This is an optimization exercise on Yosys and OpenROAD, whose aim is small area, not a production implementation. Function was checked by simulation only, so behaviour that the tests miss may differ from the original. No activity file was given, so power comes from the tool's default toggle rates.

==> flow/config.mk <==
export PLATFORM = sky130hd
export DESIGN_NAME = cvt_unit
export DESIGN_NICKNAME = cvt_unit
export VERILOG_FILES = /design/flow/design.v
export SDC_FILE = /design/flow/constraint.sdc
export NUM_CORES = 4
export LEC_CHECK = 0
export ABC_AREA = 1
export CAP_MARGIN = 20
export CORE_MARGIN = 2
export CORE_UTILIZATION = 50
export SLEW_MARGIN = 20
==> flow/design.v <==
module cvt_lane (
    input  wire [31:0] src,
    input  wire [2:0]  dfmt,      
    input  wire [2:0]  rm,        
    input  wire        en,        
    output wire [15:0] res,
    output wire        sat,       
    output wire        flz        
);
    wire        s  = src[31];
    wire [7:0]  ex = src[30:23];
    wire [22:0] fr = src[22:0];
    wire ex_ff   = &ex;
    wire ex_z    = ~|ex;
    wire lo_nz   = |fr[14:0];
    wire fr_nz   = lo_nz | (|fr[22:15]);
    wire is_nan  = ex_ff & fr_nz;
    wire is_zero = ex_z & ~fr_nz;
    wire f16  = ~dfmt[2] & ~dfmt[1] & ~dfmt[0];
    wire f8   = ~dfmt[1] & dfmt[0];
    wire f8x  = dfmt[1] & ~dfmt[0];
    wire fi8  = dfmt[1] & dfmt[0];
    wire fu8  = dfmt[2];
    wire fint = fi8 | fu8;
    wire w8_norm  = ex >= 8'd121;
    wire w8_tiny  = ex <  8'd117;
    wire w8_ovf   = ex >  8'd135;
    wire w8x_norm = ex >= 8'd113;
    wire w8x_tiny = ex <  8'd110;
    wire w8x_ovf  = ex >  8'd143;
    wire int_tiny = ex <  8'd126;
    wire int_ovf  = ex >  8'd134;
    wire fnorm = (f8 & w8_norm) | (f8x & w8x_norm);
    wire tiny  = (f8 & w8_tiny) | (f8x & w8x_tiny) | (fint & int_tiny);
    wire ovf_e = (f8 & w8_ovf) | (f8x & w8x_ovf) | (fint & int_ovf);
    wire [3:0] sh_sub = (f8 ? 4'd13 : 4'd6) - ex[3:0];
    wire [3:0] sh = f16   ? 4'd0 :
                    tiny  ? 4'd15 :
                    fnorm ? (f8 ? 4'd4 : 4'd5) : sh_sub;
    wire lead = ~ex_z & (f16 ? ex[0] : ~fnorm);
    wire [8:0] w0 = {lead, fr[22:15]};
    wire [8:0] w1 = sh[0] ? {1'b0, w0[8:1]} : w0;
    wire       s1 = sh[0] & w0[0];
    wire [8:0] w2 = sh[1] ? {2'b0, w1[8:2]} : w1;
    wire       s2 = sh[1] & (|w1[1:0]);
    wire [8:0] w3 = sh[2] ? {4'b0, w2[8:4]} : w2;
    wire       s3 = sh[2] & (|w2[3:0]);
    wire [8:0] w4 = sh[3] ? {8'd0, w3[8]} : w3;
    wire       s4 = sh[3] & (|w3[7:0]);
    wire [7:0] kept  = w4[8:1];
    wire       guard = w4[0];
    wire       stick = lo_nz | s1 | s2 | s3 | s4;
    reg up;
    always @(*) begin
        case (rm)
            3'd0:    up = guard & (stick | kept[0]);
            3'd1:    up = guard;
            3'd2:    up = (guard | stick) & ~s;
            3'd3:    up = (guard | stick) & s;
            default: up = 1'b0;
        endcase
    end
    wire inv = fi8 & s;
    wire [14:0] x = {f16 ? ex[7:1] : 7'd0, kept ^ {8{inv}}}
                  | {8'd0, f8 & fnorm ? {~ex[3], ex[2:0]} : 4'd0, 3'd0}
                  | {8'd0, f8x & fnorm ? {~ex[4], ex[3:0]} : 5'd0, 2'd0};
    wire [15:0] r = {1'b0, x} + {15'd0, up ^ inv};
    wire r_z8  = ~|r[8:0];
    wire r_z15 = r_z8 & ~|r[14:9];
    wire        sat16 = ~ex_ff & (&r[14:7]);
    wire        flz16 = r_z15 & ~is_zero & ~ex_ff;
    wire [15:0] res16 = is_nan ? 16'h7FC0 : {s, r[14:0]};
    wire        sat8  = ~is_nan & (ovf_e | r[7]);
    wire        flz8  = ~ovf_e & r_z8 & ~is_zero;
    wire [7:0]  res8  = is_nan ? 8'h80 : sat8 ? {s, 7'h7F} : r_z8 ? 8'h00 : {s, r[6:0]};
    wire        sati  = is_nan | ovf_e | (s ? ~r[8] & ~r[7] : r[8] | r[7]);
    wire        flzi  = (s ? r[8] : r_z8) & ~is_zero & ~ovf_e;
    wire [7:0]  resi  = is_nan ? 8'h00 : sati ? (s ? 8'h80 : 8'h7F) : r[7:0];
    wire        satu  = is_nan | ovf_e | (s ? ~r_z8 : r[8]);
    wire        flzu  = r_z8 & ~is_zero & ~ovf_e & ~is_nan;
    wire [7:0]  resu  = (is_nan | s) ? 8'h00 : satu ? 8'hFF : r[7:0];
    assign res = ~en  ? 16'd0 :
                 f16  ? res16 :
                 fi8  ? {8'd0, resi} :
                 fu8  ? {8'd0, resu} : {8'd0, res8};
    assign sat = en & (f16 ? sat16 : fi8 ? sati : fu8 ? satu : sat8);
    assign flz = en & (f16 ? flz16 : fi8 ? flzi : fu8 ? flzu : flz8);
endmodule
module cvt_unit (
    input  wire         clk,
    input  wire         rst_n,        
    input  wire         in_valid,
    input  wire [255:0] in_data,      
    input  wire [7:0]   in_mask,      
    input  wire [2:0]   in_dfmt,
    input  wire [2:0]   in_rm,
    input  wire         wr_rmax,
    input  wire         wr_nsat,
    input  wire         wr_nflz,
    input  wire [63:0]  wr_data,
    output reg          out_valid,
    output reg  [127:0] out_data,     
    output reg  [63:0]  rmax,
    output reg  [31:0]  nsat,
    output reg  [31:0]  nflz
);
    localparam LANES = 8;
    wire [127:0] res_all;
    wire [7:0]   l_sat;
    wire [7:0]   l_flz;
    wire [7:0]   l_ok;
    genvar g;
    generate
        for (g = 0; g < LANES; g = g + 1) begin : lane
            cvt_lane u_lane (
                .src (in_data[32*g +: 32]),
                .dfmt(in_dfmt),
                .rm  (in_rm),
                .en  (in_mask[g]),
                .res (res_all[16*g +: 16]),
                .sat (l_sat[g]),
                .flz (l_flz[g])
            );
            assign l_ok[g] = in_mask[g] &
                             ~((&in_data[32*g+30 : 32*g+23]) & (|in_data[32*g+22 : 32*g]));
        end
    endgenerate
    wire        t1_ok  [0:3];
    wire [30:0] t1_mag [0:3];
    wire        t2_ok  [0:1];
    wire [30:0] t2_mag [0:1];
    generate
        for (g = 0; g < 4; g = g + 1) begin : max1
            wire [30:0] a = in_data[64*g +: 31];
            wire [30:0] b = in_data[64*g+32 +: 31];
            assign t1_ok[g]  = l_ok[2*g] | l_ok[2*g+1];
            assign t1_mag[g] = (~l_ok[2*g] | (l_ok[2*g+1] & (b > a))) ? b : a;
        end
        for (g = 0; g < 2; g = g + 1) begin : max2
            assign t2_ok[g]  = t1_ok[2*g] | t1_ok[2*g+1];
            assign t2_mag[g] = (~t1_ok[2*g] | (t1_ok[2*g+1] & (t1_mag[2*g+1] > t1_mag[2*g])))
                               ? t1_mag[2*g+1] : t1_mag[2*g];
        end
    endgenerate
    wire        any_ok = t2_ok[0] | t2_ok[1];
    wire [30:0] mx = (~t2_ok[0] | (t2_ok[1] & (t2_mag[1] > t2_mag[0]))) ? t2_mag[1] : t2_mag[0];
    wire [7:0]  mx_e = mx[30:23];
    wire [22:0] mx_f = mx[22:0];
    reg  [4:0]  lz;
    integer i;
    always @(*) begin
        lz = 5'd0;
        for (i = 0; i < 23; i = i + 1)
            if (mx_f[i]) lz = 5'd22 - i[4:0];
    end
    wire [22:0] mx_fn = mx_f << (lz + 5'd1);
    wire        mx_sub = (mx_e == 8'h00);
    wire [10:0] c_e = (&mx_e) ? 11'h7FF :
                      mx_sub ? ((mx_f == 23'd0) ? 11'd0 : 11'd896 - {6'd0, lz}) :
                      {mx_e[7], {3{~mx_e[7]}}, mx_e[6:0]};
    wire [22:0] c_f = mx_sub ? mx_fn : mx_f;
    wire [33:0] c_hi = {c_e, c_f};      
    wire [63:0] rmax_w = wr_rmax ? wr_data : rmax;
    wire [31:0] nsat_w = wr_nsat ? wr_data[31:0] : nsat;
    wire [31:0] nflz_w = wr_nflz ? wr_data[31:0] : nflz;
    wire h_nan = (&rmax_w[62:52]) & (|rmax_w[51:0]);
    wire take  = in_valid & any_ok & (h_nan | rmax_w[63] | (c_hi > rmax_w[62:29]));
    wire [3:0] sat_cnt = l_sat[0] + l_sat[1] + l_sat[2] + l_sat[3]
                       + l_sat[4] + l_sat[5] + l_sat[6] + l_sat[7];
    wire [3:0] flz_cnt = l_flz[0] + l_flz[1] + l_flz[2] + l_flz[3]
                       + l_flz[4] + l_flz[5] + l_flz[6] + l_flz[7];
    wire [32:0] nsat_sum = {1'b0, nsat_w} + {29'd0, in_valid ? sat_cnt : 4'd0};
    wire [32:0] nflz_sum = {1'b0, nflz_w} + {29'd0, in_valid ? flz_cnt : 4'd0};
    always @(posedge clk) begin
        if (!rst_n) begin
            out_valid <= 1'b0;
            rmax      <= 64'd0;
            nsat      <= 32'd0;
            nflz      <= 32'd0;
        end else begin
            out_valid <= in_valid;
            rmax      <= take ? {1'b0, c_hi, 29'd0} : rmax_w;
            nsat      <= nsat_sum[31:0] | {32{nsat_sum[32]}};
            nflz      <= nflz_sum[31:0] | {32{nflz_sum[32]}};
        end
    end
    always @(posedge clk)
        out_data <= res_all;
endmodule
==> flow/constraint.sdc <==
create_clock -name core_clock -period 28.0 [get_ports {clk}]
set_input_delay 5.6000 -clock core_clock [delete_from_list [all_inputs] [get_ports {clk}]]
set_output_delay 5.6000 -clock core_clock [all_outputs]
set_load 0.01 [all_outputs]
==> flow/run.sh <==
#!/bin/bash
# synth_recipe.tcl (not shown) runs the flow's synth.tcl, then flattens the netlist and writes it again
# the make line also repeats each setting of config.mk as NAME=value (left out here)
make -C /OpenROAD-flow-scripts/flow DESIGN_CONFIG=/design/flow/config.mk WORK_HOME=/design/flow/orfs CLKGATE_MAP_FILE= SYNTH_SCRIPT=/design/flow/synth_recipe.tcl finish
==> results.sh, run 1 <==
export IMPL_grt_ovfl_total=0
export IMPL_synthFlopType="dfxtp_1"
export IMPL_nFillCells=7224
export IMPL_r2r_slack_ns=23.53
export IMPL_post_drt_wl_per_cell_um=19.1
export IMPL_core_area_mm2=0.0716
export IMPL_worst_pin_slew_ns=1.08
export IMPL_reg2reg_depth=21
export IMPL_synth_most_common_cell="nand2_1"
export IMPL_synth_area_leaders="nand2_1 (17%), dfxtp_1 (14%), ha_1 (10%), inv_1 (7.8%), o21ai_0 (6.9%)"
export IMPL_synth_edf_count=0
export IMPL_clk_pin_slew_worst_paths_ns=0.06
export IMPL_clock_skew_ns=0.00812
export IMPL_htreeDepth=1
export IMPL_synth_cell_types=85
export IMPL_async_flop_share_pct=0
export IMPL_synthCells=6162
export IMPL_syn_avg_cell_area_um2=5.88
export IMPL_synth_top_area_share_pct=17.0
export IMPL_layout_drive_gt1_share_pct=5.94
export IMPL_die_y_um=273
export IMPL_grtUsageTotal_pct=37.4
export IMPL_start_util_pct=50.6
export IMPL_rsz0062_at_grt="false"
export IMPL_die_w_um=273
export IMPL_die_area_mm2=0.0746
export IMPL_cts_repair_resized=0
export IMPL_cap_viol_max_count=0
export IMPL_synthesis_area_mm2=0.0362
export IMPL_grt_max_degree=96
export IMPL_critPathRequiredTime_ns=28.54
export IMPL_worstSetupPathType="input pin to flip-flop"
export IMPL_hold_depth=2
export IMPL_hpwl_um=120000
export IMPL_final_nets=7288
export IMPL_num_io_pins=597
export IMPL_ys_ff_latch=257
export IMPL_syn_nets=6819
export IMPL_clockBufferDepth=3
export IMPL_finalCriticalPeriod_ns=20.13
export IMPL_wl_um=146000
export IMPL_slowest_delay_ns=0.87
export IMPL_first_pass_iters=8
export IMPL_antenna_found_initial=27
export IMPL_worstPathArrival_ns=20.67
export IMPL_vias=43200
export IMPL_finalSetupTns_ns=0
export IMPL_pre_cts_ws_ns=7.79
export IMPL_grt_pass1_vias=40500
export IMPL_cp_common_cell="nand2_1"
export IMPL_ir_drop_uv=52.4
export IMPL_seq_area_frac_synth_pct=14.2
export IMPL_hold_buffers=0
export IMPL_setup_viol=0
export IMPL_syn_to_final_growth_pct=20.2
export IMPL_avgViaCountPerCell=5.67
export IMPL_drt_iter0_markers=3857
export IMPL_drcViolationCount=0
export IMPL_crit_slowest_cell="clkinv_1"
export IMPL_root_buffer="clkbuf_16"
export IMPL_synth_top_area_cell="nand2_1"
export IMPL_setup_ws_ns=7.87
export IMPL_clk_insertion_delay_late_ns=0.60
export IMPL_cts_tree="done"
export IMPL_critPathCaptureType="flip-flop"
export IMPL_path_max_fanout=63
export IMPL_gp_congestion=1.05
export IMPL_finalCritPeriodShare_pct=71.9
export IMPL_post_cts_setup_buffer_count=0
export IMPL_status="no timing/DRC/antenna violations"
export IMPL_io_buffers=596
export IMPL_leakagePower_nw=20.9
export IMPL_synth_warnings=2
export IMPL_max_freq_mhz=49.7
export IMPL_hold_violations=0
export IMPL_num_rows=98
export IMPL_drtAntennaViolNets=0
export IMPL_grt_pass1_wl_um=222000
export IMPL_slew_viol_final=0
export IMPL_cp_start_kind="input pin"
export IMPL_synth_common_cells="nand2_1 (1638), inv_1 (748), nor2_1 (607), o21ai_0 (499), nand3_1 (344)"
export IMPL_cts_sinks=257
export IMPL_hp_class="flip-flop to flip-flop"
export IMPL_relSlewSlack_pct=28.0
export IMPL_numCtsBuffers=28
export IMPL_power_density_mw_per_mm2=51.7
[power by group]
| part | switching [mW] | total, mW | internal (mW) |
|---|---|---|---|
| clock network | 0.158 | 0.383 | 0.225 |
| registers | 0.0203 | 0.429 | 0.409 |
| logic | 0.942 | 1.44 | 0.495 |
[cell families (layout without fill, tap and decap cells)]
family                     Yosys count  count (layout)  synth area share [%]
buffers and inverters             1015            1504                  11.5
muxes                               47              47                  1.30
xor gates and xnor gates           207             207                  5.19
adders and majority gates          317             317                  11.3
AOI/OAI and AO/OA                 1286            1286                  20.2
other                                0              19                     0
and+or+nand+nor                   3033            3033                  36.2
DFF                                257             257                  14.2
[worst paths after layout]
kind,from,endpoint
min reg2reg,rmax[10],rmax[10]
max reg2reg,nsat[1],nsat[26]
min,rmax[10],rmax[10]
max,in_data[175],rmax[37]
[worst max-delay path: cells and delay by family]
kind,cells,cell delay [ns]
compound gates,13,2.66
fa+ha+maj,4,1.89
buf+inv,9,2.77
simple gates,53,7.72
[registers in the layout (all words and copies together), names as in the netlist]
register   count
out_data     128
nsat          32
out_valid      1
rmax          64
nflz          32
[routing by layer]
layer / wire, um / global-route usage (%) / vias to the layer above
met1: 55000 / 42.4 / 19500
met3: 12100 / 6.75 / 480
met4: 10300 / 23.7 / 16
met2: 68200 / 64.6 / 1891
li1: - / - / 21300
met5: 117 / 0 / -
[layout by cell type, fill, tap and decap left out, types with 53 or more instances in the layout]
cell,synthesis,final
nand2_2,52,53
clkdlybuf4s50_1,0,592
nand3_1,344,344
a21oi_1,343,343
o21ai_1,179,179
nor3_1,88,88
inv_2,68,69
o21ai_0,499,499
nor2_1,607,607
xor2_1,164,164
nand4_1,101,101
nand2_1,1638,1637
nor4_1,54,53
ha_1,299,299
inv_1,748,746
dfxtp_1,257,257
[layout make-up]
class | instances | area [um^2] | area share [%]
flip-flops and latches | 257 | 5140 | 11.8
inverters | 829 | 3110 | 7.15
clock buffers | 36 | 781 | 1.79
clock inverters | 14 | 185 | 0.425
repair buffers | 625 | 6170 | 14.2
multi-input cells | 4890 | 26900 | 61.8
well taps | 950 | 1190 | 2.73
diodes | 19 | 47.5 | 0.109
[per-stage QoR]
| stage | power, mW | instances | utilization [%] | hold WS (ns) | area, um^2 |
|---|---|---|---|---|---|
| global route | 2.42 | 7615 | 60.8 | 0.585 | 43500 |
| CTS | 2.22 | 7601 | 60.7 | 0.553 | 43500 |
| global placement | 1.82 | 7551 | 59.4 | 0.519 | 42500 |
| finish | 2.25 | 7620 | 60.8 | 0.547 | 43500 |
| floorplan | 1.39 | 6162 | - | 0.569 | 36200 |
| detailed placement | 1.83 | 7551 | 59.4 | 0.535 | 42500 |
==> run 2: changes to the inputs <==
--- a/flow/design.v
+++ b/flow/design.v
@@ -113,20 +113,21 @@
     generate
         for (g = 0; g < LANES; g = g + 1) begin : lane
+            wire en = in_valid & in_mask[g];
             cvt_lane u_lane (
                 .src (in_data[32*g +: 32]),
                 .dfmt(in_dfmt),
                 .rm  (in_rm),
-                .en  (in_mask[g]),
+                .en  (en),
                 .res (res_all[16*g +: 16]),
                 .sat (l_sat[g]),
                 .flz (l_flz[g])
             );
-            assign l_ok[g] = in_mask[g] &
+            assign l_ok[g] = en &
                              ~((&in_data[32*g+30 : 32*g+23]) & (|in_data[32*g+22 : 32*g]));
         end
     endgenerate
-    wire        t1_ok  [0:3];
+    wire [3:0]  t1_ok;
     wire [30:0] t1_mag [0:3];
-    wire        t2_ok  [0:1];
+    wire [1:0]  t2_ok;
     wire [30:0] t2_mag [0:1];
     generate
@@ -134,42 +135,49 @@
             wire [30:0] a = in_data[64*g +: 31];
             wire [30:0] b = in_data[64*g+32 +: 31];
+            wire        gt;
+            cvt_gt #(31) u_gt (.a(b), .b(a), .gt(gt));
             assign t1_ok[g]  = l_ok[2*g] | l_ok[2*g+1];
-            assign t1_mag[g] = (~l_ok[2*g] | (l_ok[2*g+1] & (b > a))) ? b : a;
+            assign t1_mag[g] = (~l_ok[2*g] | (l_ok[2*g+1] & gt)) ? b : a;
         end
         for (g = 0; g < 2; g = g + 1) begin : max2
+            wire gt;
+            cvt_gt #(31) u_gt (.a(t1_mag[2*g+1]), .b(t1_mag[2*g]), .gt(gt));
             assign t2_ok[g]  = t1_ok[2*g] | t1_ok[2*g+1];
-            assign t2_mag[g] = (~t1_ok[2*g] | (t1_ok[2*g+1] & (t1_mag[2*g+1] > t1_mag[2*g])))
-                               ? t1_mag[2*g+1] : t1_mag[2*g];
+            assign t2_mag[g] = (~t1_ok[2*g] | (t1_ok[2*g+1] & gt)) ? t1_mag[2*g+1] : t1_mag[2*g];
         end
     endgenerate
-    wire        any_ok = t2_ok[0] | t2_ok[1];
-    wire [30:0] mx = (~t2_ok[0] | (t2_ok[1] & (t2_mag[1] > t2_mag[0]))) ? t2_mag[1] : t2_mag[0];
+    wire        gt3;
+    cvt_gt #(31) u_gt3 (.a(t2_mag[1]), .b(t2_mag[0]), .gt(gt3));
+    wire [30:0] mx = (~t2_ok[0] | (t2_ok[1] & gt3)) ? t2_mag[1] : t2_mag[0];
+    wire any_ok = |l_ok;
     wire [7:0]  mx_e = mx[30:23];
-    wire [22:0] mx_f = mx[22:0];
-    reg  [4:0]  lz;
-    integer i;
-    always @(*) begin
-        lz = 5'd0;
-        for (i = 0; i < 23; i = i + 1)
-            if (mx_f[i]) lz = 5'd22 - i[4:0];
-    end
-    wire [22:0] mx_fn = mx_f << (lz + 5'd1);
-    wire        mx_sub = (mx_e == 8'h00);
+    wire [22:0] f0 = mx[22:0];
+    wire        z16 = ~|f0[22:7];
+    wire [22:0] f1 = z16 ? {f0[6:0], 16'd0} : f0;
+    wire        z8 = ~|f1[22:15];
+    wire [22:0] f2 = z8 ? {f1[14:0], 8'd0} : f1;
+    wire        z4 = ~|f2[22:19];
+    wire [22:0] f3 = z4 ? {f2[18:0], 4'd0} : f2;
+    wire        z2 = ~|f3[22:21];
+    wire [22:0] f4 = z2 ? {f3[20:0], 2'd0} : f3;
+    wire        z1 = ~f4[22];
+    wire [22:0] f5 = z1 ? {f4[21:0], 1'd0} : f4;
+    wire [4:0]  lz = {z16, z8, z4, z2, z1};
+    wire        mx_sub = ~|mx_e;
     wire [10:0] c_e = (&mx_e) ? 11'h7FF :
-                      mx_sub ? ((mx_f == 23'd0) ? 11'd0 : 11'd896 - {6'd0, lz}) :
+                      mx_sub ? (f4[22] | f4[21] ? 11'd896 - {6'd0, lz} : 11'd0) :
                       {mx_e[7], {3{~mx_e[7]}}, mx_e[6:0]};
-    wire [22:0] c_f = mx_sub ? mx_fn : mx_f;
-    wire [33:0] c_hi = {c_e, c_f};      
+    wire [22:0] c_f = mx_sub ? {f5[21:0], 1'b0} : f0;
+    wire [33:0] c_hi = {c_e, c_f};
     wire [63:0] rmax_w = wr_rmax ? wr_data : rmax;
     wire [31:0] nsat_w = wr_nsat ? wr_data[31:0] : nsat;
     wire [31:0] nflz_w = wr_nflz ? wr_data[31:0] : nflz;
+    wire gt;
+    cvt_gt #(34) u_gth (.a(c_hi), .b(rmax_w[62:29]), .gt(gt));
     wire h_nan = (&rmax_w[62:52]) & (|rmax_w[51:0]);
-    wire take  = in_valid & any_ok & (h_nan | rmax_w[63] | (c_hi > rmax_w[62:29]));
-    wire [3:0] sat_cnt = l_sat[0] + l_sat[1] + l_sat[2] + l_sat[3]
-                       + l_sat[4] + l_sat[5] + l_sat[6] + l_sat[7];
-    wire [3:0] flz_cnt = l_flz[0] + l_flz[1] + l_flz[2] + l_flz[3]
-                       + l_flz[4] + l_flz[5] + l_flz[6] + l_flz[7];
-    wire [32:0] nsat_sum = {1'b0, nsat_w} + {29'd0, in_valid ? sat_cnt : 4'd0};
-    wire [32:0] nflz_sum = {1'b0, nflz_w} + {29'd0, in_valid ? flz_cnt : 4'd0};
+    wire take  = any_ok & (h_nan | rmax_w[63] | gt);
+    wire [31:0] nsat_n, nflz_n;
+    cvt_count u_csat (.w(nsat_w), .l(l_sat), .q(nsat_n));
+    cvt_count u_cflz (.w(nflz_w), .l(l_flz), .q(nflz_n));
     always @(posedge clk) begin
         if (!rst_n) begin
@@ -181,6 +189,6 @@
             out_valid <= in_valid;
             rmax      <= take ? {1'b0, c_hi, 29'd0} : rmax_w;
-            nsat      <= nsat_sum[31:0] | {32{nsat_sum[32]}};
-            nflz      <= nflz_sum[31:0] | {32{nflz_sum[32]}};
+            nsat      <= nsat_n;
+            nflz      <= nflz_n;
         end
     end
@@ -188,2 +196,40 @@
         out_data <= res_all;
 endmodule
+module cvt_count (
+    input  wire [31:0] w,
+    input  wire [7:0]  l,
+    output wire [31:0] q
+);
+    wire [1:0] a0 = l[0] + l[1] + l[2];
+    wire [1:0] a1 = l[3] + l[4] + l[5];
+    wire [1:0] a2 = l[6] + l[7];
+    wire [3:0] cnt = a0 + a1 + a2;
+    wire [4:0] lo = w[3:0] + cnt;
+    reg [31:0] s;
+    reg        c;
+    integer k;
+    always @(*) begin
+        s[3:0] = lo[3:0];
+        c = lo[4];
+        for (k = 4; k < 32; k = k + 1) begin
+            s[k] = w[k] ^ c;
+            c = c & w[k];
+        end
+    end
+    assign q = s | {32{c}};
+endmodule
+module cvt_gt #(parameter W = 31) (
+    input  wire [W-1:0] a,
+    input  wire [W-1:0] b,
+    output wire         gt
+);
+    wire [W:0] c;
+    assign c[0] = 1'b0;
+    genvar k;
+    generate
+        for (k = 0; k < W; k = k + 1) begin : bit_
+            assign c[k+1] = (a[k] & ~b[k]) | ((a[k] | ~b[k]) & c[k]);
+        end
+    endgenerate
+    assign gt = c[W];
+endmodule
--- a/flow/config.mk
+++ b/flow/config.mk
@@ -9,4 +9,4 @@
 export CAP_MARGIN = 20
 export CORE_MARGIN = 2
-export CORE_UTILIZATION = 50
+export CORE_UTILIZATION = 60
 export SLEW_MARGIN = 20
==> results.sh, run 2 <==
export IMPL_clk_pin_slew_worst_paths_ns=0.06
export IMPL_vias=42200
export IMPL_crit_slowest_cell="clkdlybuf4s50_1"
export IMPL_cp_common_cell="ha_1"
export IMPL_min_from="rmax[13]"
export IMPL_reg_largest_list="out_data x128, rmax x64"
export IMPL_synth_common_cells="nand2_1 (1464), inv_1 (833), o21ai_0 (604), nor2_1 (594), a21oi_1 (290)"
export IMPL_post_drt_wl_per_cell_um=19.2
export IMPL_finalCritPeriodShare_pct=79.0
export IMPL_drcViolationCount=0
export IMPL_clockBufferDepth=3
export IMPL_synth_top_family_by_area="simple AND/OR/NAND/NOR gates"
export IMPL_critical_path_top_delay_family="adder cells"
export IMPL_r2r_start="nflz[0]"
export IMPL_holdPathEnd="rmax[13]"
export IMPL_r2r_end="nflz[25]"
export IMPL_r2r_slack_ns=20.27
export IMPL_worstSetupPathType="input pin to flip-flop"
export IMPL_hold_violations=0
export IMPL_synth_warnings=3
export IMPL_start_util_pct=60.8
export IMPL_clk_insertion_delay_late_ns=0.63
export IMPL_ir_drop_uv=55.5
export IMPL_wl_um=134000
export IMPL_finalPower_mw=1.82
export IMPL_hold_buffers=0
export IMPL_critPathCaptureType="flip-flop"
export IMPL_root_buffer="clkbuf_16"
export IMPL_post_cts_setup_buffer_count=0
export IMPL_final_core_util_pct=74.5
export IMPL_finalSetupTns_ns=0
export IMPL_numCtsBuffers=30
export IMPL_hpwl_um=105000
export IMPL_drtAntennaViolNets=0
export IMPL_worst_pin_slew_ns=1.11
export IMPL_die_y_um=235
export IMPL_synthCells=5801
export IMPL_synth_edf_count=0
export IMPL_yosys_area_share_simple_pct=36.1
export IMPL_placed_area_mm2=0.0382
export IMPL_avgViaCountPerCell=6.05
export IMPL_synth_most_common_cell="nand2_1"
export IMPL_core_area_mm2=0.0528
export IMPL_gp_congestion=1.10
export IMPL_die_area_mm2=0.0554
export IMPL_cp_start_kind="input pin"
export IMPL_htreeDepth=1
export IMPL_final_nets=6699
export IMPL_drt_iter0_markers=5597
export IMPL_synth_compound_area_share_pct=23.6
export IMPL_max_freq_mhz=45.2
export IMPL_cts_repair_resized=0
export IMPL_setup_viol=0
export IMPL_relSlewSlack_pct=26.0
export IMPL_ys_ff_latch=257
export IMPL_layoutNonFillerInstCount=6972
export IMPL_hold_depth=2
export IMPL_die_w_um=235
export IMPL_rsz0062_at_grt="false"
export IMPL_worstPathArrival_ns=22.58
export IMPL_first_pass_iters=12
export IMPL_num_io_pins=597
export IMPL_grt_max_degree=97
export IMPL_synth_xor_area_share_pct=4.69
export IMPL_grtUsageTotal_pct=45.8
export IMPL_hp_class="flip-flop to flip-flop"
export IMPL_async_flop_share_pct=0
export IMPL_grt_pass1_wl_um=205000
export IMPL_seq_area_frac_synth_pct=16.0
export IMPL_cap_viol_max_count=0
export IMPL_syn_avg_cell_area_um2=5.53
export IMPL_grt_ovfl_total=0
export IMPL_status="no timing/DRC/antenna violations"
export IMPL_path_max_fanout=28
export IMPL_post_place_cells=6897
export IMPL_cts_sinks=257
export IMPL_cts_tree="done"
export IMPL_clock_skew_ns=0.0144
export IMPL_mostFrequentLayoutCell="nand2_1"
export IMPL_syn_nets=6258
export IMPL_synth_top_area_cell="nand2_1"
export IMPL_finalCriticalPeriod_ns=22.11
export IMPL_antenna_found_initial=21
export IMPL_largest_reg_flops=128
export IMPL_io_buffers=596
export IMPL_synth_top_area_share_pct=17.1
export IMPL_layout_drive_gt1_share_pct=4.58
export IMPL_fin_area_mm2=0.0393
export IMPL_critPathRequiredTime_ns=28.47
export IMPL_reg2reg_depth=37
export IMPL_synth_cell_types=60
export IMPL_grt_pass1_vias=38200
export IMPL_synth_area_leaders="nand2_1 (17%), dfxtp_1 (16%), inv_1 (9.7%), o21ai_0 (9.4%), nor2_1 (6.9%)"
export IMPL_synthAdderAreaFrac_pct=4.98
export IMPL_synthFlopType="dfxtp_1"
export IMPL_final_cell_mix="nand2_1 (1463), inv_1 (832), o21ai_0 (603)"
export IMPL_synth_area_mux_share_pct=0.503
export IMPL_num_rows=84
export IMPL_syn_to_final_growth_pct=22.4
export IMPL_power_density_mw_per_mm2=46.3
export IMPL_regMostFlops="out_data"
export IMPL_worst_path_buf_inv=8
export IMPL_synthesis_area_mm2=0.0321
export IMPL_slew_viol_final=0
export IMPL_slowest_delay_ns=0.95
export IMPL_leakagePower_nw=19.1
## run 2: changes by cell type after synthesis, sizes merged, moves of 26 or more
cell / change
a21oi: -60
buf: -29
clkbuf: +67
ha: -200
inv: +98
mux2i: -32
nand2: -213
nand3: -79
nor2: -53
nor4: +26
o22ai: +75
xor2: -40
## run 2: logic make-up after synthesis
kind of cell             after synthesis
AO/OA/AOI/OAI                       1347
buffers and inverters               1160
XOR/XNOR                             172
adder cells (fa/ha/maj)              117
flip-flops                           257
multiplexers                          16
AND/OR/NAND/NOR                     2732
## run 2: through the flow
step                      hold slack (ns)  worst slack [ns]
after floorplan                     0.563              8.01
after global placement              0.525              6.14
after detailed placement            0.548              5.89
after CTS                           0.562              6.36
after global routing                0.596              4.62
final                               0.561              5.89
## run 2: layer usage
layer / global-route usage (%) / routed length (um) / share of wire [%] / vias up
met5: 0 / 57 / 0.043 / -
met4: 32.7 / 11700 / 8.7 / 10
met3: 11.0 / 17500 / 13 / 655
met2: 73.3 / 57300 / 43 / 2892
met1: 53.9 / 47000 / 35 / 18700
li1: - / - / - / 20000
## run 2: final cells by class
type | count | area [um^2]
diodes | 18 | 45.0
clock buffers | 40 | 858
clock inverters | 16 | 209
fillers | 4538 | 13500
inverters | 937 | 3520
multi-input cells | 4384 | 22400
flip-flops and latches | 257 | 5140
well taps | 688 | 861
repair buffers | 632 | 6210
## run 2: where the power goes
part | internal [mW] | total [mW] | leakage, nW | switching, mW
clock network | 0.245 | 0.430 | 0.517 | 0.185
registers | 0.403 | 0.430 | 2.11 | 0.0268
logic | 0.343 | 0.959 | 16.5 | 0.617
## run 2: tightest hold or removal path: stages, from the launching register on
cell	delay, ns
dfxtp_1	0.33
o21ai_0	0.10
nor2_1	0.10
## run 2: worst max path at each step
stage                to  startpoint  cells past startpoint  slack [ns]
2_1_floorplan  nflz[11]  in_dfmt[0]                     76        8.01
3_3_place_gp   nsat[19]  in_dfmt[0]                     82        6.14
3_5_place_dp   nflz[25]  in_dfmt[0]                     81        5.89
4_1_cts        nflz[25]  in_dfmt[0]                     73        6.36
5_1_grt        rmax[28]  in_data[9]                    146        4.62
6_report       nflz[25]  in_dfmt[0]                     73        5.89
==> run 3: changes to the inputs <==
==> flow/flow/run.sh (new file) <==
#!/bin/bash
# Layout flow: the standard ORFS flow, with two changes to how the
# netlist is built:
#  - synthesis maps with an area-oriented ABC script (flow/area.abc) in place
#    of ORFS's; everything else in the standard flow's synthesis script is unchanged, so
#    the registers keep their names and cells;
#  - the port buffers that global placement inserts are buf_1 cells.
set -euo pipefail
W=$PWD
F=$W/flow

# ORFS's synth.tcl with the ABC script swapped, and the standard flow's synthesis
# wrapper sourcing it in place of the original
sed 's|^source \$::env(SCRIPTS_DIR)/synth_preamble.tcl$|&\nset abc_args [lreplace $abc_args 1 1 $::env(AREA_ABC_SCRIPT)]|' \
    "$FLOW_HOME/scripts/synth.tcl" > "$W/synth_area.tcl"
grep -q AREA_ABC_SCRIPT "$W/synth_area.tcl"
sed "s|source \$::env(SCRIPTS_DIR)/synth.tcl|source $W/synth_area.tcl|" \
    "$W/synth_recipe.tcl" > "$W/synth_wrap.tcl"
grep -q "synth_area.tcl" "$W/synth_wrap.tcl"

bash "$W/standard.sh" \
    SYNTH_SCRIPT="$W/synth_wrap.tcl" \
    AREA_ABC_SCRIPT="$F/area.abc" \
    BUFFER_PORTS_ARGS="-buffer_cell sky130_fd_sc_hd__buf_1" \
    finish > "$W/standard.log" 2>&1
==> flow/flow/area.abc (new file) <==
strash
balance -l; resub -K 6 -l; rewrite -l; resub -K 6 -N 2 -l; refactor -l; resub -K 8 -l; balance -l; resub -K 8 -N 2 -l; rewrite -l; resub -K 10 -l; rewrite -z -l; resub -K 10 -N 2 -l; balance -l; resub -K 12 -l; refactor -z -l; resub -K 12 -N 2 -l; rewrite -z -l; balance -l
balance -l; resub -K 6 -l; rewrite -l; resub -K 6 -N 2 -l; refactor -l; resub -K 8 -l; balance -l; resub -K 8 -N 2 -l; rewrite -l; resub -K 10 -l; rewrite -z -l; resub -K 10 -N 2 -l; balance -l; resub -K 12 -l; refactor -z -l; resub -K 12 -N 2 -l; rewrite -z -l; balance -l
dch -f
amap
topo
stime -c
==> flow/standard.sh (new file) <==
#!/bin/bash
# synth_recipe.tcl (not shown) runs the flow's synth.tcl, then flattens the netlist and writes it again
# the make line also repeats each setting of config.mk as NAME=value (left out here)
make -C /OpenROAD-flow-scripts/flow DESIGN_CONFIG=/design/flow/config.mk WORK_HOME=/design/flow/orfs CLKGATE_MAP_FILE= SYNTH_SCRIPT=/design/flow/synth_recipe.tcl "${@:-finish}"
--- a/flow/config.mk
+++ b/flow/config.mk
@@ -6,5 +6,4 @@
 export NUM_CORES = 4
 export LEC_CHECK = 0
-export ABC_AREA = 1
 export CAP_MARGIN = 20
 export CORE_MARGIN = 2
removed: flow/run.sh
==> results.sh, run 3 <==
export IMPL_status="aborted with a tool error"
export IMPL_haltStage="global routing"
export IMPL_toolErrorMsg="[ERROR GRT-0116] Global routing finished with congestion. Check the congestion regions in the DRC Viewer."
export IMPL_synth_area_leaders="dfxtp_1 (19%), nor2_1 (14%), o22ai_1 (9.7%), o21ai_0 (7.9%), clkinv_1 (7.3%)"
export IMPL_cts_sinks=257
export IMPL_synthCells=4516
export IMPL_die_w_um=219
export IMPL_synth_common_cells="nor2_1 (1024), clkinv_1 (540), o21ai_0 (437), o22ai_1 (432), nand2_1 (363)"
export IMPL_synthesis_area_mm2=0.0278
export IMPL_start_util_pct=61.0
export IMPL_grtUsageTotal_pct=68.8
export IMPL_numCtsBuffers=29
export IMPL_grt_pass1_vias=44900
export IMPL_root_buffer="clkbuf_16"
export IMPL_async_flop_share_pct=0
export IMPL_ys_ff_latch=257
export IMPL_num_io_pins=597
export IMPL_synthFlopType="dfxtp_1"
export IMPL_synth_cell_types=52
export IMPL_syn_avg_cell_area_um2=6.15
export IMPL_synth_top_area_share_pct=18.5
export IMPL_grt_pass1_wl_um=254000
export IMPL_clockBufferDepth=3
export IMPL_gp_congestion=1.06
export IMPL_hpwl_um=101000
export IMPL_synth_top_area_cell="dfxtp_1"
export IMPL_syn_nets=4973
export IMPL_die_y_um=219
export IMPL_seq_area_frac_synth_pct=18.5
export IMPL_post_place_cells=6431
export IMPL_hold_buffers=0
export IMPL_htreeDepth=1
export IMPL_synth_edf_count=0
export IMPL_synth_most_common_cell="nor2_1"
export IMPL_grt_max_degree=68
export IMPL_io_buffers=596
export IMPL_num_rows=78
export IMPL_grt_ovfl_total=22
export IMPL_synth_warnings=3
run 3: how the worst max path moves through the flow:
stage               endpoint  slack (ns)  depth (start not counted)
floorplan           rmax[40]       -3.72                        246
global placement    rmax[60]       -3.98                        252
detailed placement  rmax[60]       -4.77                        255
CTS                 rmax[22]       -3.78                        247
run 3: power groups by stage:
stage               registers (mW)  logic, mW  clock network [mW]
detailed placement           0.428      0.995                   0
CTS                          0.422       1.10               0.418
global placement             0.429      0.979                   0
floorplan                    0.437      0.567                   0
run 3: per-stage QoR:
| stage | cell area (um^2) | hold slack [ns] | total power [mW] | worst slack, ns | utilization, % |
|---|---|---|---|---|---|
| 3_5_place_dp | 36800 | 0.518 | 1.42 | -4.77 | 80.8 |
| 3_3_place_gp | 36800 | 0.511 | 1.41 | -3.98 | 80.8 |
| 4_1_cts | 39300 | 0.550 | 1.94 | -3.78 | 86.2 |
| 2_1_floorplan | 28400 | 0.560 | 1.00 | -3.72 | - |
run 3: logic make-up after synthesis:
| kind of cell | count (synthesis) | share of synthesized area (%) |
|---|---|---|
| DFF | 257 | 18.5 |
| AOI/OAI and AO/OA | 1774 | 40.5 |
| adders and majority gates | 117 | 5.75 |
| and+or+nand+nor | 1828 | 28.0 |
| buffers and inverters | 540 | 7.29 |
run 3: layer usage:
layer | global-route usage (%) | GRT overflow
met1 | 71.2 | 2
met2 | 87.5 | 6
met3 | 48.8 | 3
met4 | 64.1 | 11
met5 | 27.6 | 0
run 3: timing repair:
action / in CTS
gates resized for setup: 123
buffers inserted: 109
gates cloned: 7
pin swaps: 41
endpoints found under the setup margin: 64
==> run 4: changes to the inputs <==
--- a/flow/design.v
+++ b/flow/design.v
@@ -1,10 +1,15 @@
 module cvt_lane (
     input  wire [31:0] src,
-    input  wire [2:0]  dfmt,      
-    input  wire [2:0]  rm,        
+    input  wire        f16,       
+    input  wire        f8,        
+    input  wire        f8x,
+    input  wire        fi8,
+    input  wire        fu8,
+    input  wire [3:0]  rmode,     
     input  wire        en,        
     output wire [15:0] res,
     output wire        sat,       
-    output wire        flz        
+    output wire        flz,       
+    output wire        ok         
 );
     wire        s  = src[31];
@@ -17,9 +22,4 @@
     wire is_nan  = ex_ff & fr_nz;
     wire is_zero = ex_z & ~fr_nz;
-    wire f16  = ~dfmt[2] & ~dfmt[1] & ~dfmt[0];
-    wire f8   = ~dfmt[1] & dfmt[0];
-    wire f8x  = dfmt[1] & ~dfmt[0];
-    wire fi8  = dfmt[1] & dfmt[0];
-    wire fu8  = dfmt[2];
     wire fint = fi8 | fu8;
     wire w8_norm  = ex >= 8'd121;
@@ -51,14 +51,8 @@
     wire       guard = w4[0];
     wire       stick = lo_nz | s1 | s2 | s3 | s4;
-    reg up;
-    always @(*) begin
-        case (rm)
-            3'd0:    up = guard & (stick | kept[0]);
-            3'd1:    up = guard;
-            3'd2:    up = (guard | stick) & ~s;
-            3'd3:    up = (guard | stick) & s;
-            default: up = 1'b0;
-        endcase
-    end
+    wire up = (rmode[0] & guard & (stick | kept[0]))
+            | (rmode[1] & guard)
+            | (rmode[2] & (guard | stick) & ~s)
+            | (rmode[3] & (guard | stick) & s);
     wire inv = fi8 & s;
     wire [14:0] x = {f16 ? ex[7:1] : 7'd0, kept ^ {8{inv}}}
@@ -86,4 +80,5 @@
     assign sat = en & (f16 ? sat16 : fi8 ? sati : fu8 ? satu : sat8);
     assign flz = en & (f16 ? flz16 : fi8 ? flzi : fu8 ? flzu : flz8);
+    assign ok  = en & ~is_nan;
 endmodule
 module cvt_unit (
@@ -110,4 +105,11 @@
     wire [7:0]   l_flz;
     wire [7:0]   l_ok;
+    wire f16 = ~in_dfmt[2] & ~in_dfmt[1] & ~in_dfmt[0];
+    wire f8  = ~in_dfmt[1] & in_dfmt[0];
+    wire f8x = in_dfmt[1] & ~in_dfmt[0];
+    wire fi8 = in_dfmt[1] & in_dfmt[0];
+    wire fu8 = in_dfmt[2];
+    wire [3:0] rmode = {~in_rm[2] & in_rm[1] & in_rm[0], ~in_rm[2] & in_rm[1] & ~in_rm[0],
+                        ~in_rm[1] & in_rm[0], ~in_rm[2] & ~in_rm[1] & ~in_rm[0]};
     genvar g;
     generate
@@ -116,13 +118,16 @@
             cvt_lane u_lane (
                 .src (in_data[32*g +: 32]),
-                .dfmt(in_dfmt),
-                .rm  (in_rm),
+                .f16 (f16),
+                .f8  (f8),
+                .f8x (f8x),
+                .fi8 (fi8),
+                .fu8 (fu8),
+                .rmode(rmode),
                 .en  (en),
                 .res (res_all[16*g +: 16]),
                 .sat (l_sat[g]),
-                .flz (l_flz[g])
+                .flz (l_flz[g]),
+                .ok  (l_ok[g])
             );
-            assign l_ok[g] = en &
-                             ~((&in_data[32*g+30 : 32*g+23]) & (|in_data[32*g+22 : 32*g]));
         end
     endgenerate
@@ -224,12 +229,21 @@
     output wire         gt
 );
-    wire [W:0] c;
+    localparam G = (W + 3) / 4;
+    wire [4*G-1:0] ax = {{(4*G-W){1'b0}}, a};
+    wire [4*G-1:0] bx = {{(4*G-W){1'b0}}, b};
+    wire [G:0] c;
     assign c[0] = 1'b0;
     genvar k;
     generate
-        for (k = 0; k < W; k = k + 1) begin : bit_
-            assign c[k+1] = (a[k] & ~b[k]) | ((a[k] | ~b[k]) & c[k]);
+        for (k = 0; k < G; k = k + 1) begin : grp
+            wire [3:0] x = ax[4*k +: 4];
+            wire [3:0] y = bx[4*k +: 4];
+            wire [3:0] e = ~(x ^ y);
+            wire [3:0] h = x & ~y;
+            wire g_gt = h[3] | (e[3] & h[2]) | (e[3] & e[2] & h[1]) | (e[3] & e[2] & e[1] & h[0]);
+            wire g_eq = &e;
+            assign c[k+1] = g_gt | (g_eq & c[k]);
         end
     endgenerate
-    assign gt = c[W];
-endmodule
+    assign gt = c[G];
+endmodule
==> flow/flow/run.sh (replaced) <==
#!/bin/bash
# Layout flow: the standard ORFS flow, with two changes to how the
# netlist is built:
#  - synthesis keeps the lane module (cvt_lane) apart until mapping and maps
#    it with an area-oriented ABC script (flow/area.abc); the top level,
#    which holds the timing-critical RMAX path and every register, is
#    mapped with ORFS's own script. Everything else in the standard flow's synthesis
#    script is unchanged and the design is flattened before it is written,
#    so the registers keep their names and cells;
#  - the port buffers that global placement inserts are buf_1 cells.
set -euo pipefail
W=$PWD
F=$W/flow

# ORFS's synth.tcl with the two ABC calls, and the standard flow's synthesis wrapper
# sourcing it in place of the original
sed 's|^  log_cmd abc {\*}\$abc_args$|  log_cmd abc {*}[lreplace $abc_args 1 1 $::env(AREA_ABC_SCRIPT)] cvt_lane\n  log_cmd abc {*}$abc_args cvt_unit|' \
    "$FLOW_HOME/scripts/synth.tcl" > "$W/synth_area.tcl"
grep -q AREA_ABC_SCRIPT "$W/synth_area.tcl"
sed "s|source \$::env(SCRIPTS_DIR)/synth.tcl|source $W/synth_area.tcl|" \
    "$W/synth_recipe.tcl" > "$W/synth_wrap.tcl"
grep -q "synth_area.tcl" "$W/synth_wrap.tcl"

bash "$W/standard.sh" \
    SYNTH_SCRIPT="$W/synth_wrap.tcl" \
    SYNTH_KEEP_MODULES=cvt_lane \
    AREA_ABC_SCRIPT="$F/area.abc" \
    BUFFER_PORTS_ARGS="-buffer_cell sky130_fd_sc_hd__buf_1" \
    finish > "$W/standard.log" 2>&1
--- a/flow/config.mk
+++ b/flow/config.mk
@@ -6,6 +6,7 @@
 export NUM_CORES = 4
 export LEC_CHECK = 0
+export ABC_AREA = 1
 export CAP_MARGIN = 20
 export CORE_MARGIN = 2
-export CORE_UTILIZATION = 60
+export CORE_UTILIZATION = 50
 export SLEW_MARGIN = 20
==> results.sh, run 4 <==
export IMPL_status="no timing/DRC/antenna violations"
export IMPL_holdPathEnd="rmax[23]"
export IMPL_synthFlopType="dfxtp_1"
export IMPL_placed_area_mm2=0.0354
export IMPL_async_flop_share_pct=0
export IMPL_clk_insertion_delay_late_ns=0.63
export IMPL_synth_area_leaders="dfxtp_1 (16%), ha_1 (13%), nand2_1 (12%), nor2_1 (10%), o21ai_0 (8.2%)"
export IMPL_first_pass_iters=7
export IMPL_gp_congestion=0.990
export IMPL_post_drt_wl_per_cell_um=18.8
export IMPL_syn_nets=6026
export IMPL_crit_slowest_cell="fa_1"
export IMPL_numCtsBuffers=30
export IMPL_critPathRequiredTime_ns=28.49
export IMPL_largest_reg_flops=128
export IMPL_htreeDepth=1
export IMPL_synth_cell_types=62
export IMPL_cts_sinks=257
export IMPL_reg_largest_list="out_data x128, rmax x64"
export IMPL_die_w_um=258
export IMPL_seq_area_frac_synth_pct=16.0
export IMPL_hold_depth=2
export IMPL_r2r_start="nflz[0]"
export IMPL_clk_pin_slew_worst_paths_ns=0.06
export IMPL_grt_pass1_vias=34800
export IMPL_cap_viol_max_count=0
export IMPL_reg2reg_depth=37
export IMPL_timing_hold_ws_ns=0.544
export IMPL_post_place_cells=6711
export IMPL_regMostFlops="out_data"
export IMPL_drtAntennaViolNets=0
export IMPL_nFillCells=6747
export IMPL_cts_repair_resized=0
export IMPL_drcViolationCount=0
export IMPL_finalCriticalPeriod_ns=21.50
export IMPL_final_nets=6586
export IMPL_root_buffer="clkbuf_16"
export IMPL_io_buffers=596
export IMPL_cp_start_kind="input pin"
export IMPL_syn_to_final_growth_pct=13.3
export IMPL_synthesis_area_mm2=0.0322
export IMPL_mostFrequentLayoutCell="nand2_1"
export IMPL_critPathCaptureType="flip-flop"
export IMPL_post_cts_setup_buffer_count=0
export IMPL_relSlewSlack_pct=15.6
export IMPL_antenna_found_initial=34
export IMPL_cp_common_cell="ha_1"
export IMPL_slew_viol_final=0
export IMPL_grt_max_degree=95
export IMPL_worstPathArrival_ns=21.99
export IMPL_worst_pin_slew_ns=1.26
export IMPL_finalCritPeriodShare_pct=76.8
export IMPL_setup_viol=0
export IMPL_vias=39400
export IMPL_die_y_um=258
export IMPL_fin_area_mm2=0.0365
export IMPL_grt_pass1_wl_um=194000
export IMPL_rsz0062_at_grt="false"
export IMPL_synth_most_common_cell="nand2_1"
export IMPL_synth_warnings=2
export IMPL_clockBufferDepth=3
export IMPL_layoutNonFillerInstCount=6791
export IMPL_leakagePower_nw=15.6
export IMPL_slowest_delay_ns=0.66
export IMPL_core_area_mm2=0.0641
export IMPL_num_io_pins=597
export IMPL_finalSetupTns_ns=0
export IMPL_finalPower_mw=1.78
export IMPL_max_freq_mhz=46.5
export IMPL_cts_tree="done"
export IMPL_ys_ff_latch=257
export IMPL_synth_top_area_share_pct=16.0
export IMPL_start_util_pct=50.3
export IMPL_syn_avg_cell_area_um2=6.05
export IMPL_synth_top_area_cell="dfxtp_1"
export IMPL_power_density_mw_per_mm2=48.6
export IMPL_synthCells=5329
export IMPL_clock_skew_ns=0.0222
export IMPL_grtUsageTotal_pct=36.2
export IMPL_path_max_fanout=28
export IMPL_hpwl_um=104000
export IMPL_ir_drop_uv=50.9
export IMPL_drt_iter0_markers=3673
export IMPL_r2r_end="nflz[17]"
export IMPL_hold_violations=0
export IMPL_hold_buffers=0
export IMPL_layout_drive_gt1_share_pct=3.35
export IMPL_grt_ovfl_total=0
export IMPL_die_area_mm2=0.0665
export IMPL_hp_class="flip-flop to flip-flop"
export IMPL_num_rows=93
export IMPL_worstSetupPathType="input pin to flip-flop"
export IMPL_r2r_slack_ns=21.17
export IMPL_final_cell_mix="nand2_1 (992), nor2_1 (854), buf_1 (591)"
export IMPL_avgViaCountPerCell=5.81
export IMPL_wl_um=128000
export IMPL_min_from="rmax[23]"
export IMPL_synth_common_cells="nand2_1 (992), nor2_1 (856), o21ai_0 (526), a21oi_1 (365), inv_1 (363)"
export IMPL_synth_edf_count=0
==> run 4: layout make-up <==
| type | count | area, um^2 | share of cell area, % |
|---|---|---|---|
| timing repair buffer | 634 | 2530 | 6.93 |
| multi-input combinational | 4273 | 24100 | 65.9 |
| antenna | 23 | 57.6 | 0.158 |
| clock buffer | 42 | 866 | 2.37 |
| inverter | 693 | 2600 | 7.12 |
| sequential | 257 | 5140 | 14.1 |
| tap | 855 | 1070 | 2.93 |
| clock inverter | 14 | 201 | 0.551 |
==> run 4: where the power goes <==
group          switching [mW]  internal, mW
logic                   0.628         0.298
clock network           0.176         0.245
registers              0.0211         0.407
total                   0.825         0.951
==> run 4: logic make-up (layout without fill, tap and decap cells) <==
kind of cell             count (synthesis)  in the layout  share of synthesized area, %
AND/OR/NAND/NOR                       2453           2453                          32.4
AO/OA/AOI/OAI                         1452           1452                          27.5
buffers and inverters                  799           1383                          9.51
adder cells (fa/ha/maj)                357            357                          14.3
flip-flops                             257            257                          16.0
multiplexers                             7              7                         0.233
XOR/XNOR                                 4              4                         0.109
other                                    0             23                             0
==> run 4: worst max-delay path, delay by kind of cell <==
kind / cells / cell delay (ns)
buf+inv: 13 / 2.45
xor+xnor: 1 / 0.17
compound gates: 13 / 2.74
simple gates: 20 / 3.02
fa+ha+maj: 36 / 7.97
==> run 4: worst max path at each step <==
stage                     endpoint  slack, ns       start
final                     nsat[21]       6.50  in_dfmt[0]
after global routing       nsat[8]       4.93  in_dfmt[0]
after CTS                 nsat[21]       6.70  in_dfmt[0]
after detailed placement  nsat[16]       6.08  in_dfmt[0]
after global placement     nsat[4]       6.50  in_dfmt[0]
after floorplan           nsat[10]       5.71  in_dfmt[2]
==> run 4: modules after synthesis (local to each module, per instance) <==
| module | times used | flops+latches | cells inside |
|---|---|---|---|
| cvt_lane | 8 | 0 | 302 |
| cvt_unit | 1 | 257 | 2913 |
==> run 4: stage by stage <==
stage	worst slack [ns]	utilization (%)
after CTS	6.70	56.9
after global routing	4.93	57.0
after detailed placement	6.08	55.2
after global placement	6.50	55.2
final	6.50	57.0
after floorplan	5.71	-
==> run 4: per-layer routing <==
layer | part of all wire (%) | GRT usage [%] | vias up
li1 | - | - | 19700
met2 | 44 | 57.4 | 1583
met1 | 44 | 48.8 | 17800
met3 | 8.4 | 5.98 | 294
met5 | 0.11 | 0 | -
met4 | 4.3 | 14.7 | 22
==> run 5: changes to the inputs <==
--- a/flow/design.v
+++ b/flow/design.v
@@ -229,21 +229,12 @@
     output wire         gt
 );
-    localparam G = (W + 3) / 4;
-    wire [4*G-1:0] ax = {{(4*G-W){1'b0}}, a};
-    wire [4*G-1:0] bx = {{(4*G-W){1'b0}}, b};
-    wire [G:0] c;
+    wire [W:0] c;
     assign c[0] = 1'b0;
     genvar k;
     generate
-        for (k = 0; k < G; k = k + 1) begin : grp
-            wire [3:0] x = ax[4*k +: 4];
-            wire [3:0] y = bx[4*k +: 4];
-            wire [3:0] e = ~(x ^ y);
-            wire [3:0] h = x & ~y;
-            wire g_gt = h[3] | (e[3] & h[2]) | (e[3] & e[2] & h[1]) | (e[3] & e[2] & e[1] & h[0]);
-            wire g_eq = &e;
-            assign c[k+1] = g_gt | (g_eq & c[k]);
+        for (k = 0; k < W; k = k + 1) begin : bit_
+            assign c[k+1] = (a[k] & ~b[k]) | ((a[k] | ~b[k]) & c[k]);
         end
     endgenerate
-    assign gt = c[G];
-endmodule
+    assign gt = c[W];
+endmodule
==> flow/flow/run.sh (replaced) <==
#!/bin/bash
# Layout flow: the standard ORFS flow, with these changes to how the
# netlist is built:
#  - synthesis keeps the lane and counter modules (cvt_lane, cvt_count)
#    apart until technology mapping; they are not timing-critical and are
#    mapped with an area-oriented ABC script (flow/area.abc), without full-
#    and half-adder extraction. The top level, which holds the
#    timing-critical RMAX path and every register, is mapped with
#    flow/top.abc (ORFS's mapping after extra AIG restructuring). The rest
#    of the standard flow's synthesis script is unchanged and the design is flattened
#    before it is written, so the registers keep their names and cells;
#  - the port buffers that global placement inserts are buf_1 cells.
# Each tool's output goes to the ORFS logs under orfs/logs and to
# standard.log in this folder.
set -euo pipefail
W=$PWD
F=$W/flow

# ORFS's synth.tcl with the ABC calls and the adder extraction split by
# module, and the standard flow's synthesis wrapper sourcing it in place of the original
sed -e 's|^  log_cmd abc {\*}\$abc_args$|  log_cmd abc {*}[lreplace $abc_args 1 1 $::env(AREA_ABC_SCRIPT)] cvt_lane cvt_count\n  log_cmd abc {*}[lreplace $abc_args 1 1 $::env(TOP_ABC_SCRIPT)] cvt_unit|' \
    -e 's|^  extract_fa {\*}\[dont_use_extract_fa_args\]$|& cvt_unit|' \
    "$FLOW_HOME/scripts/synth.tcl" > "$W/synth_area.tcl"
grep -q "extract_fa .* cvt_unit" "$W/synth_area.tcl"
grep -q AREA_ABC_SCRIPT "$W/synth_area.tcl"
sed "s|source \$::env(SCRIPTS_DIR)/synth.tcl|source $W/synth_area.tcl|" \
    "$W/synth_recipe.tcl" > "$W/synth_wrap.tcl"
grep -q "synth_area.tcl" "$W/synth_wrap.tcl"

bash "$W/standard.sh" \
    SYNTH_SCRIPT="$W/synth_wrap.tcl" \
    SYNTH_KEEP_MODULES="cvt_lane cvt_count" \
    AREA_ABC_SCRIPT="$F/area.abc" \
    TOP_ABC_SCRIPT="$F/top.abc" \
    BUFFER_PORTS_ARGS="-buffer_cell sky130_fd_sc_hd__buf_1" \
    ${EXTRA_ARGS:-} \
    finish > "$W/standard.log" 2>&1
==> flow/flow/top.abc (new file) <==
strash
balance -l; resub -K 6 -l; rewrite -l; resub -K 6 -N 2 -l; refactor -l; resub -K 8 -l; balance -l; resub -K 8 -N 2 -l; rewrite -l; resub -K 10 -l; rewrite -z -l; resub -K 10 -N 2 -l; balance -l; resub -K 12 -l; refactor -z -l; resub -K 12 -N 2 -l; rewrite -z -l; balance -l
balance -l; resub -K 6 -l; rewrite -l; resub -K 6 -N 2 -l; refactor -l; resub -K 8 -l; balance -l; resub -K 8 -N 2 -l; rewrite -l; resub -K 10 -l; rewrite -z -l; resub -K 10 -N 2 -l; balance -l; resub -K 12 -l; refactor -z -l; resub -K 12 -N 2 -l; rewrite -z -l; balance -l
dch -f
map -B 0.9
topo
stime -c
--- a/flow/config.mk
+++ b/flow/config.mk
@@ -6,7 +6,7 @@
 export NUM_CORES = 4
 export LEC_CHECK = 0
-export ABC_AREA = 1
 export CAP_MARGIN = 20
 export CORE_MARGIN = 2
 export CORE_UTILIZATION = 50
+export CTS_BUF_LIST = sky130_fd_sc_hd__clkbuf_4
 export SLEW_MARGIN = 20
==> results.sh, run 5 <==
export IMPL_status="no timing/DRC/antenna violations"
export IMPL_use_met2_pct=59.7
export IMPL_start_util_pct=50.8
export IMPL_synthCells=5351
export IMPL_swShare_pct=47.5
export IMPL_clock_skew_ns=0.0968
export IMPL_async_flop_share_pct=0
export IMPL_largest_reg_flops=128
export IMPL_finalPower_mw=1.63
export IMPL_ys_ff_latch=257
export IMPL_slowest_delay_ns=0.82
export IMPL_path_max_fanout=60
export IMPL_setup_ws_ns=7.47
export IMPL_synth_compound_area_share_pct=34.0
export IMPL_avgViaCountPerCell=5.81
export IMPL_synthesis_area_mm2=0.0294
export IMPL_pre_cts_ws_ns=7.00
export IMPL_final_cell_mix="nand2_1 (1172), clkinv_1 (929), nor2_1 (803)"
export IMPL_synth_area_leaders="dfxtp_1 (17%), nand2_1 (15%), clkinv_1 (12%), nor2_1 (10%), o21ai_0 (10%)"
export IMPL_worst_pin_slew_ns=1.05
export IMPL_relSlewSlack_pct=29.2
export IMPL_root_buffer="clkbuf_4"
export IMPL_power_frac_seq_pct=25.8
export IMPL_clk_pin_slew_worst_paths_ns=0.06
export IMPL_cap_viol_max_count=0
export IMPL_p_int_mw=0.857
export IMPL_first_pass_iters=7
export IMPL_power_density_mw_per_mm2=47.9
export IMPL_synth_top_family_by_area="simple AND/OR/NAND/NOR gates"
export IMPL_cts_sinks=257
export IMPL_finalSetupTns_ns=0
export IMPL_ir_drop_uv=47.4
export IMPL_num_rows=88
export IMPL_post_drt_wl_per_cell_um=17.9
export IMPL_core_area_mm2=0.0579
export IMPL_antenna_found_initial=36
export IMPL_hold_buffers=0
export IMPL_clockBufferDepth=3
export IMPL_grtUsageMet1_pct=48.8
export IMPL_worstPathArrival_ns=21.14
export IMPL_cp_common_cell="nand2_1"
export IMPL_slew_viol_final=0
export IMPL_final_core_util_pct=58.8
export IMPL_finalCritPeriodShare_pct=73.3
export IMPL_synth_most_common_cell="nand2_1"
export IMPL_hp_class="flip-flop to flip-flop"
export IMPL_synth_warnings=2
export IMPL_io_buffers=596
export IMPL_gp_congestion=1.04
export IMPL_numCtsBuffers=72
export IMPL_syn_nets=5692
export IMPL_critPathCaptureType="flip-flop"
export IMPL_drtAntennaViolNets=0
export IMPL_cts_repair_resized=0
export IMPL_post_cts_setup_buffer_count=0
export IMPL_synth_top_area_cell="dfxtp_1"
export IMPL_worstSetupPathType="input pin to flip-flop"
export IMPL_drt_iter0_markers=3979
export IMPL_leakagePower_nw=12.9
export IMPL_fin_area_mm2=0.0340
export IMPL_synthFlopType="dfxtp_1"
export IMPL_critPathRequiredTime_ns=28.61
export IMPL_synth_top_area_share_pct=17.5
export IMPL_regMostFlops="out_data"
export IMPL_cts_tree="done"
export IMPL_clk_insertion_delay_late_ns=0.85
export IMPL_yosys_area_share_simple_pct=36.6
export IMPL_reg_largest_list="out_data x128, rmax x64"
export IMPL_crit_slowest_cell="nand2_1"
export IMPL_grtUsageTotal_pct=38.6
export IMPL_max_freq_mhz=48.7
export IMPL_die_y_um=247
export IMPL_vias=40200
export IMPL_synth_common_cells="nand2_1 (1177), clkinv_1 (911), nor2_1 (805), o21ai_0 (589), a21oi_1 (298)"
export IMPL_synth_area_mux_share_pct=0.255
export IMPL_seq_area_frac_synth_pct=17.5
export IMPL_cp_start_kind="input pin"
export IMPL_grt_ovfl_total=0
export IMPL_synth_cell_types=46
export IMPL_setup_viol=0
export IMPL_clkPwrFrac_pct=22.2
export IMPL_wl_um=124000
export IMPL_p_comb_share_pct=52.0
export IMPL_mostFrequentLayoutCell="nand2_1"
export IMPL_p_sw_mw=0.774
export IMPL_syn_avg_cell_area_um2=5.50
export IMPL_busiest_layer="met2"
export IMPL_num_io_pins=597
export IMPL_finalCriticalPeriod_ns=20.53
export IMPL_hpwl_um=98500
export IMPL_hold_violations=0
export IMPL_synth_edf_count=0
export IMPL_die_area_mm2=0.0608
export IMPL_final_nets=6409
export IMPL_placed_area_mm2=0.0330
export IMPL_synthAdderAreaFrac_pct=0.0425
export IMPL_synth_xor_area_share_pct=0
export IMPL_die_w_um=247
export IMPL_grt_pass1_vias=34500
export IMPL_drcViolationCount=0
export IMPL_htreeDepth=3
export IMPL_layout_drive_gt1_share_pct=3.86
export IMPL_grt_pass1_wl_um=188000
export IMPL_grt_max_degree=103
export IMPL_syn_to_final_growth_pct=15.7
export IMPL_rsz0062_at_grt="false"
export IMPL_grt_util_met3_pct=9.59
## run 5: changes by cell type after synthesis, sizes merged, moves of 35 or more
| cell | previous run | this run |
|---|---|---|
| clkbuf | 73 | 0 |
| nand3 | 201 | 165 |
| a21oi | 366 | 298 |
| ha | 339 | 1 |
| a31oi | 43 | 96 |
| and3 | 6 | 56 |
| o221ai | 24 | 88 |
| nand2 | 1024 | 1177 |
| nor2 | 864 | 805 |
| o211ai | 48 | 13 |
| a32oi | 57 | 0 |
| o22ai | 73 | 231 |
| clkinv | 317 | 911 |
| inv | 376 | 0 |
## run 5: per-layer routing
layer	up-vias	share of wire (%)
li1	20100	-
met1	17700	41
met2	1903	43
met3	407	10
met4	28	5.9
met5	-	0.16
## run 5: critical path, delay by kind of cell
| kind | cells | cell delay (ns) |
|---|---|---|
| AO/OA/AOI/OAI | 10 | 2.20 |
| buffers and inverters | 12 | 2.63 |
| AND/OR/NAND/NOR | 140 | 10.64 |
## run 5: cells by family after synthesis
family          Yosys count
mux                       7
compound gates         1625
fa+ha+maj                 1
simple gates           2550
flops                   257
buf+inv                 911
## run 5: power groups by stage
stage	Combinational (mW)	Sequential [mW]	Clock (mW)
3_5_place_dp	0.822	0.429	0
4_1_cts	0.826	0.421	0.369
3_3_place_gp	0.817	0.428	0
2_1_floorplan	0.555	0.444	0
5_1_grt	0.944	0.424	0.389
6_report	0.848	0.421	0.362
## run 5: modules after synthesis (local to each module, per instance)
module     area [um^2]  cells
cvt_lane          1470    279
cvt_count          696    135
cvt_unit         16300   2849
## run 5: metrics by stage
stage          hold slack, ns  cells
6_report                0.557   6912
5_1_grt                 0.574   6898
4_1_cts                 0.557   6882
3_5_place_dp            0.534   6759
3_3_place_gp            0.527   6759
2_1_floorplan           0.568   5351
## run 5: path summary, 6_finish.rpt
kind	slack [ns]	endpoint	cells after the start	from
worst max-delay path	7.47	rmax[24]	162	in_data[130]
worst min-delay path	0.56	rmax[14]	2	rmax[14]
worst max register to register	20.94	nflz[4]	40	nflz[0]
worst min register to register	0.56	rmax[14]	2	rmax[14]
## run 5: area by class of cell
class,instances,area [um^2]
timing repair buffer,643,2630
antenna,30,75.1
multi-input combinational,4183,20900
clock buffer,95,713
tap,765,957
fill,6266,23900
inverter,911,3420
clock inverter,28,204
sequential,257,5140

[what the ideal ports hide]
The flow's constraints put no driver on any port. The routed layouts listed below were extracted and timed again, unchanged, in two steps.
Step 1 (the two cells are an assumption about what drives the block):
set clk [get_ports {clk}]
set_driving_cell -lib_cell sky130_fd_sc_hd__clkbuf_16 $clk
set_driving_cell -lib_cell sky130_fd_sc_hd__buf_2 [delete_from_list [all_inputs] $clk]
Step 2 times the ports against the registers' clock, not the clock port: input delays grow and output delays shrink by t, the midpoint of the rising clock arrivals with the driver on.
Slacks: ideal ports / drivers / drivers and shift; pairs: ideal ports / drivers.
| run | t, ns | setup slack, ns | pins driven straight from the clock port |
|---|---|---|---|
| run 1 | 0.657 | 7.870 / 7.892 / 7.234 | 1 |
| run 2 | 0.693 | 5.891 / 5.932 / 5.239 | 1 |
| run 4 | 0.682 | 6.500 / 6.539 / 5.856 | 1 |
| run 5 | 0.868 | 7.473 / 7.512 / 6.644 | 1 |
After both steps every run listed still meets setup and hold. The setup slack of run 5, which loses most, moves by +0.039 ns with the drivers and by -0.829 ns with both steps.
